What follows belongs to an exercise in optimizing a design on an open flow for small area; a production flow would make more cautious choices.
Only simulation tests tie the RTL to the original design; equivalence was not proved.

==> trial 64 <==
// zmr8_fltch
module zmr8_fltch (
    input  wire        clk,
    input  wire        rst,             
    input  wire [3:0]  pkt,             
    input  wire        pkt_ovr,         
    input  wire        clamp_i,         
    input  wire        sync,            
    input  wire [1:0]  cfg_preset,      
    input  wire [1:0]  cfg_rank,        
    input  wire [23:0] cfg_calg,        
    input  wire [23:0] cfg_calo,        
    input  wire [1:0]  cfg_then,        
    input  wire [1:0]  cfg_th0_mode,
    input  wire [23:0] cfg_th0_level,
    input  wire [15:0] cfg_th0_hyst,    
    input  wire [15:0] cfg_th0_dur,
    input  wire [1:0]  cfg_th1_mode,
    input  wire [23:0] cfg_th1_level,
    input  wire [15:0] cfg_th1_hyst,
    input  wire [15:0] cfg_th1_dur,
    output reg         out_valid,
    output reg  [23:0] out_value,
    output reg         out_ovr,
    output reg         out_disturb,
    output reg         out_settling,
    output reg         out_clamped,
    output wire [1:0]  th_active,
    output reg  [1:0]  th_rise,
    output reg  [1:0]  th_fall,
    output reg  [15:0] th0_count,
    output reg  [15:0] th1_count
);
    localparam H = 27;                  
    function [56:0] f_add;
        input [55:0] a;
        input [55:0] b;
        input        ci;
        integer i;
        reg c;
        begin
            c = ci;
            for (i = 0; i < 56; i = i + 1) begin
                f_add[i] = a[i] ^ b[i] ^ c;
                c = (a[i] & b[i]) | (c & (a[i] ^ b[i]));
            end
            f_add[56] = c;
        end
    endfunction
    function [16:0] f_inc;
        input [15:0] a;
        input        ci;
        integer i;
        reg c;
        begin
            c = ci;
            for (i = 0; i < 16; i = i + 1) begin
  ...
==> flow/config.mk <==
export PLATFORM = sky130hd
export DESIGN_NAME = zmr8_fltch
export DESIGN_NICKNAME = zmr8_fltch
export VERILOG_FILES = /design/flow/design.v
export SDC_FILE = /design/flow/constraint.sdc
export NUM_CORES = 4
export LEC_CHECK = 0
export ABC_AREA = 1
export CAP_MARGIN = 20
export CORE_MARGIN = 2
export CORE_UTILIZATION = 75
export PLACE_DENSITY = 0.85
export SLEW_MARGIN = 20
export SYNTH_HIERARCHICAL = 1
==> flow/constraint.sdc <==
create_clock -name core_clock -period 20.0 [get_ports {clk}]
set_input_delay 4.0000 -clock core_clock [delete_from_list [all_inputs] [get_ports {clk}]]
set_output_delay 4.0000 -clock core_clock [all_outputs]
set_load 0.01 [all_outputs]
standard.sh (not shown) runs the stock make flow with config.mk's settings and CLKGATE_MAP_FILE= SYNTH_SCRIPT=/design/flow/synth_recipe.tcl, a recipe that flattens the netlist after the stock synthesis.
==> flow/flow/run.sh <==
#!/bin/bash
# Layout: the standard flow (standard.sh, its synthesis unchanged), with
# two changes: the port buffers are the smallest buffer (buf_1), and clock
# tree synthesis uses large sink clusters on clkbuf_16 leaf buffers and
# inserts no dummy loads. The tools' output goes to standard.log and to the
# ORFS logs under orfs/logs.
export BUFFER_PORTS_ARGS="-buffer_cell sky130_fd_sc_hd__buf_1"
export CTS_ARGS="-sink_clustering_enable -repair_clock_nets -buf_list {sky130_fd_sc_hd__clkbuf_16} -sink_clustering_size 28 -sink_clustering_max_diameter 80 -dont_use_dummy_load"
bash standard.sh > standard.log 2>&1
==> inputs of trial 30, as changes to trial 64 <==
--- a/flow/design.v
+++ b/flow/design.v
@@ -85,48 +85,42 @@
             c = 1'b1;
             for (i = 0; i < 26; i = i + 1)
                 c = (a[i] & ~b[i]) | (c & (a[i] | ~b[i]));
             f_geu = c;
         end
     endfunction
-    function f_meet;
+    function [16:0] f_det;
         input [23:0] y;
         input [1:0]  mode;
         input [23:0] lev;
         input [15:0] hys;
+        input [15:0] dur;
         input        st;
-        reg        m3, sub_h, neg, ge;
+        input [15:0] run;
+        input        en;
+        input        fire;
+        reg        m3, sub_h, neg, ge, meet, done;
         reg [18:0] hx;
         reg [56:0] th, zz;
         reg [26:0] t_ext, z;
+        reg [16:0] r1;
         begin
             m3    = (mode == 2'd3);
             sub_h = st & !m3;
             hx    = st ? ({3'b000, hys} ^ {19{sub_h}}) : 19'd0;
             th    = f_add({39'd0, lev[23:7]}, {37'd0, hx}, sub_h);
             t_ext = {th[18], th[18:0], lev[6:0]};
             neg   = (mode == 2'd2) || ((mode == 2'd0 || m3) && y[23]);
             zz    = f_add({29'd0, {3{y[23]}}, y}, {29'd0, t_ext ^ {27{!neg}}}, !neg);
             z     = zz[26:0];
             ge    = neg ? (z[26] | (z == 27'd0)) : !z[26];
-            f_meet = ge ^ st ^ m3;
-        end
-    endfunction
-    function [16:0] f_run;
-        input        meet;
-        input [15:0] dur;
-        input [15:0] run;
-        input        en;
-        input        fire;
-        reg        done;
-        reg [16:0] r1;
-        begin
+            meet  = ge ^ st ^ m3;
             r1    = f_inc(run, 1'b1);
             done  = f_geu({10'd0, r1[15:0]}, {10'd0, dur});    
-            f_run[16]   = en & fire & meet & done;
-            f_run[15:0] = !en ? 16'd0 :
+            f_det[16]   = en & fire & meet & done;
+            f_det[15:0] = !en ? 16'd0 :
                           !fire ? run :
                           (!meet || done) ? 16'd0 : r1[15:0];
         end
     endfunction
     reg [1:0]  preset_q;
     reg [1:0]  rank_q;
@@ -172,13 +166,12 @@
     wire [9:0]  ph_inc = ph_i[9:0];
     wire [9:0] pm = ph & dec_mask;      
     wire dec_now = !restart && (pm == dec_mask);
     reg        run;                     
     wire       lowp = run && !restart && (pm[9:5] == 5'd0);
     wire [4:0] p = pm[4:0];
-    wire       lowd = run && (pm[9:5] == 5'd0);    
     always @(posedge clk) begin
         if (restart) begin
             ph  <= 10'd0;
             run <= 1'b0;
         end else begin
             ph  <= ph_inc;
@@ -314,26 +307,28 @@
     wire [26:0] d = wl;
     wire [3:0]  bi = p[3:0];
     wire [25:0] g_ext = {1'b0, calg_q, 1'b0};
     wire [2:0]  bdig = {g_ext[2*bi+2], g_ext[2*bi+1], g_ext[2*bi]};
     wire [55:0] r_cal = {calg_q[23] ? {{5{d[26]}}, d} : 32'd0, 2'b00, ~d[26], {21{d[26]}}};
     reg [55:0] a_op, b_op;
-    reg        b_inv;
+    reg        b_inv, acc_en;
     always @(*) begin
-        a_op   = acc;
-        b_op   = 56'd0;
+        acc_en = lowp;
+        a_op   = {{3{acc[55]}}, acc[55:3]};
+        b_op   = w_ext;
         b_inv  = 1'b0;
-        if (lowd) case (p)
-            5'd5:  begin a_op = r_scale; b_op = w_ext; end
-            5'd6:  a_op = {{2{acc[55]}}, acc[55:2]};
-            5'd7:  begin a_op = {{2{acc[55]}}, acc[55:2]}; b_op = w_ext; b_inv = 1'b1; end
-            5'd8, 5'd10, 5'd12, 5'd13:
-                   begin a_op = {{3{acc[55]}}, acc[55:3]}; b_op = w_ext; end
-            5'd9, 5'd11:
-                   begin a_op = {{3{acc[55]}}, acc[55:3]}; b_op = w_ext; b_inv = 1'b1; end
-            5'd14: begin
+        case (p)
+            5'd5:  a_op = r_scale;
+            5'd6:  begin a_op = {{4{acc[55]}}, acc[55:4]}; b_inv = 1'b1; end
+            5'd7:  ;
+            5'd8:  b_inv = 1'b1;
+            5'd9:  ;
+            5'd10: b_inv = 1'b1;
+            5'd11: ;
+            5'd12: ;
+            5'd13: begin
                 a_op  = {{30{code[25]}}, code};
                 b_op  = {{32{calo_q[23]}}, calo_q};
                 b_inv = 1'b1;
             end
             5'd16, 5'd17, 5'd18, 5'd19, 5'd20, 5'd21,
             5'd22, 5'd23, 5'd24, 5'd25, 5'd26, 5'd27: begin
@@ -342,26 +337,26 @@
                 case (bdig)
                     3'b001, 3'b010, 3'b101, 3'b110: b_op = {{29{d[26]}}, d};
                     3'b011, 3'b100:                 b_op = {{28{d[26]}}, d, 1'b0};
                     default:                        b_op = 56'd0;
                 endcase
             end
-            default: ;
+            default: acc_en = 1'b0;
         endcase
     end
     wire [55:0] b_x = b_op ^ {56{b_inv}};
     wire [33:0] sum_lo;
     wire        c_lo;
     wire [21:0] sum_h0, sum_h1;
     wire [56:0] sal = f_add({22'd0, a_op[33:0]}, {22'd0, b_x[33:0]}, b_inv);
     assign {c_lo, sum_lo} = sal[34:0];
     zmr8_add22 u_ah0 (.a(a_op[55:34]), .b(b_x[55:34]), .ci(1'b0), .s(sum_h0));
     zmr8_add22 u_ah1 (.a(a_op[55:34]), .b(b_x[55:34]), .ci(1'b1), .s(sum_h1));
     wire [55:0] acc_nx = {c_lo ? sum_h1 : sum_h0, sum_lo};
     always @(posedge clk) begin
-        acc <= acc_nx;
+        if (acc_en) acc <= acc_nx;
     end
     reg  [25:0] v1, v2, v3, v4;
     reg  b12, b13, b14, b23, b24, b34;
     wire [25:0] x0 = acc[25:0];
     wire [25:0] x0f = {~x0[25], x0[24:0]};
     wire x_le1, x_le2, x_le3, x_le4;
@@ -383,13 +378,13 @@
             med = (r0_5 == 3'd2) ? x0 : (r1_5 == 3'd2) ? v1 :
                   (r2_5 == 3'd2) ? v2 : (r3_5 == 3'd2) ? v3 : v4;
         end else begin
             med = x0;
         end
     end
-    wire med_step = lowp && (p == 5'd15);
+    wire med_step = lowp && (p == 5'd14);
     always @(posedge clk) begin
         if (med_step) begin
             v1 <= x0; v2 <= v1; v3 <= v2; v4 <= v3;
             b12 <= x_le1; b13 <= x_le2; b14 <= x_le3;
             b23 <= b12;   b24 <= b13;   b34 <= b23;
         end
@@ -430,22 +425,14 @@
     reg         st0, st1;
     reg  [15:0] run0, run1;
     wire        fire = out_now && !settling_now;
     wire [1:0]  t_rise, t_fall;
     wire [15:0] run0_n, run1_n, cnt0_n, cnt1_n;
     wire        cnt0_sat, cnt1_sat;
-    reg  meet0, meet1;
-    wire sel1 = !p[0];                  
-    wire m_sh = f_meet(y_out, sel1 ? mode1_q : mode0_q, sel1 ? lev1_q : lev0_q,
-                       sel1 ? hys1_q : hys0_q, sel1 ? st1 : st0);
-    always @(posedge clk) begin
-        if (lowp && p == 5'd29) meet0 <= m_sh;
-        if (lowp && p == 5'd30) meet1 <= m_sh;
-    end
-    wire [16:0] det0 = f_run(meet0, dur0_q, run0, then_q[0], fire);
-    wire [16:0] det1 = f_run(meet1, dur1_q, run1, then_q[1], fire);
+    wire [16:0] det0 = f_det(y_out, mode0_q, lev0_q, hys0_q, dur0_q, st0, run0, then_q[0], fire);
+    wire [16:0] det1 = f_det(y_out, mode1_q, lev1_q, hys1_q, dur1_q, st1, run1, then_q[1], fire);
     assign {t_rise[0], run0_n} = det0;
     assign {t_rise[1], run1_n} = det1;
     wire [16:0] cn0 = f_inc(th0_count, 1'b1);
     wire [16:0] cn1 = f_inc(th1_count, 1'b1);
     assign {cnt0_sat, cnt0_n} = cn0;
     assign {cnt1_sat, cnt1_n} = cn1;
==> flow/run.sh (new file) <==
#!/bin/bash
# synth_recipe.tcl (not shown) runs the flow's synth.tcl, then flattens the netlist and writes it again
# the make line also repeats each setting of config.mk as NAME=value (left out here)
make -C /OpenROAD-flow-scripts/flow DESIGN_CONFIG=/design/flow/config.mk WORK_HOME=/design/flow/orfs CLKGATE_MAP_FILE= SYNTH_SCRIPT=/design/flow/synth_recipe.tcl finish
Settings changed: CORE_UTILIZATION 75 to 40, PLACE_DENSITY 0.85 to default.
removed: flow/flow/run.sh
removed: flow/standard.sh
==> out/results.tsv <==
metric	value	unit
status	timing/DRC/antenna clean	
switching_share	35.04	%
tritoncts.num_buffers	47	
top_layer	met5	
n_tap_cell	940	
synth_nets	5864	
grt_max_degree	92	
worstMarginPinSlew	1.039	ns
die_height	269.3	um
the above is filed under trial 64

==> out/results.tsv <==
metric	value	unit
yosys.area.top_type	edfxtp_1	
status	timing/DRC/antenna clean	
die_height	371.8	um
switching_share	29.32	%
worstMarginPinSlew	1.243	ns
yosysUniqueCellTypes	55	
top_layer	met4	
grt_max_degree	99	
n_tap_cell	1768	
synthFlopType	dfxtp_1	
min_period	18.04	ns
tritoncts.num_buffers	115	
whs	0.4134	ns
the above is filed under trial 30

[static timing again, ports no longer ideal]
The flow's constraints put no driver on any port. The routed layouts listed below were extracted and timed again, unchanged, in two steps. Step 1, drivers: a clkbuf_16 drives clk and a buf_2 each remaining input, both assumed. Step 2 times the ports against the registers' clock, not the clock port: input delays grow and output delays shrink by t, the midpoint of the rising clock arrivals with the driver on. Three values: ideal ports, drivers, drivers and shift; two values: the first two.
run	t (ns)	setup WS [ns]	worst hold slack (ns)	pins driven straight from the clock port
trial 64	0.701	1.937 / 1.937 / 1.937	0.424 / 0.424 / 0.424	1
trial 30	0.804	1.964 / 1.964 / 1.964	0.413 / 0.413 / 0.413	1
After both steps setup and hold are still met in every run listed.
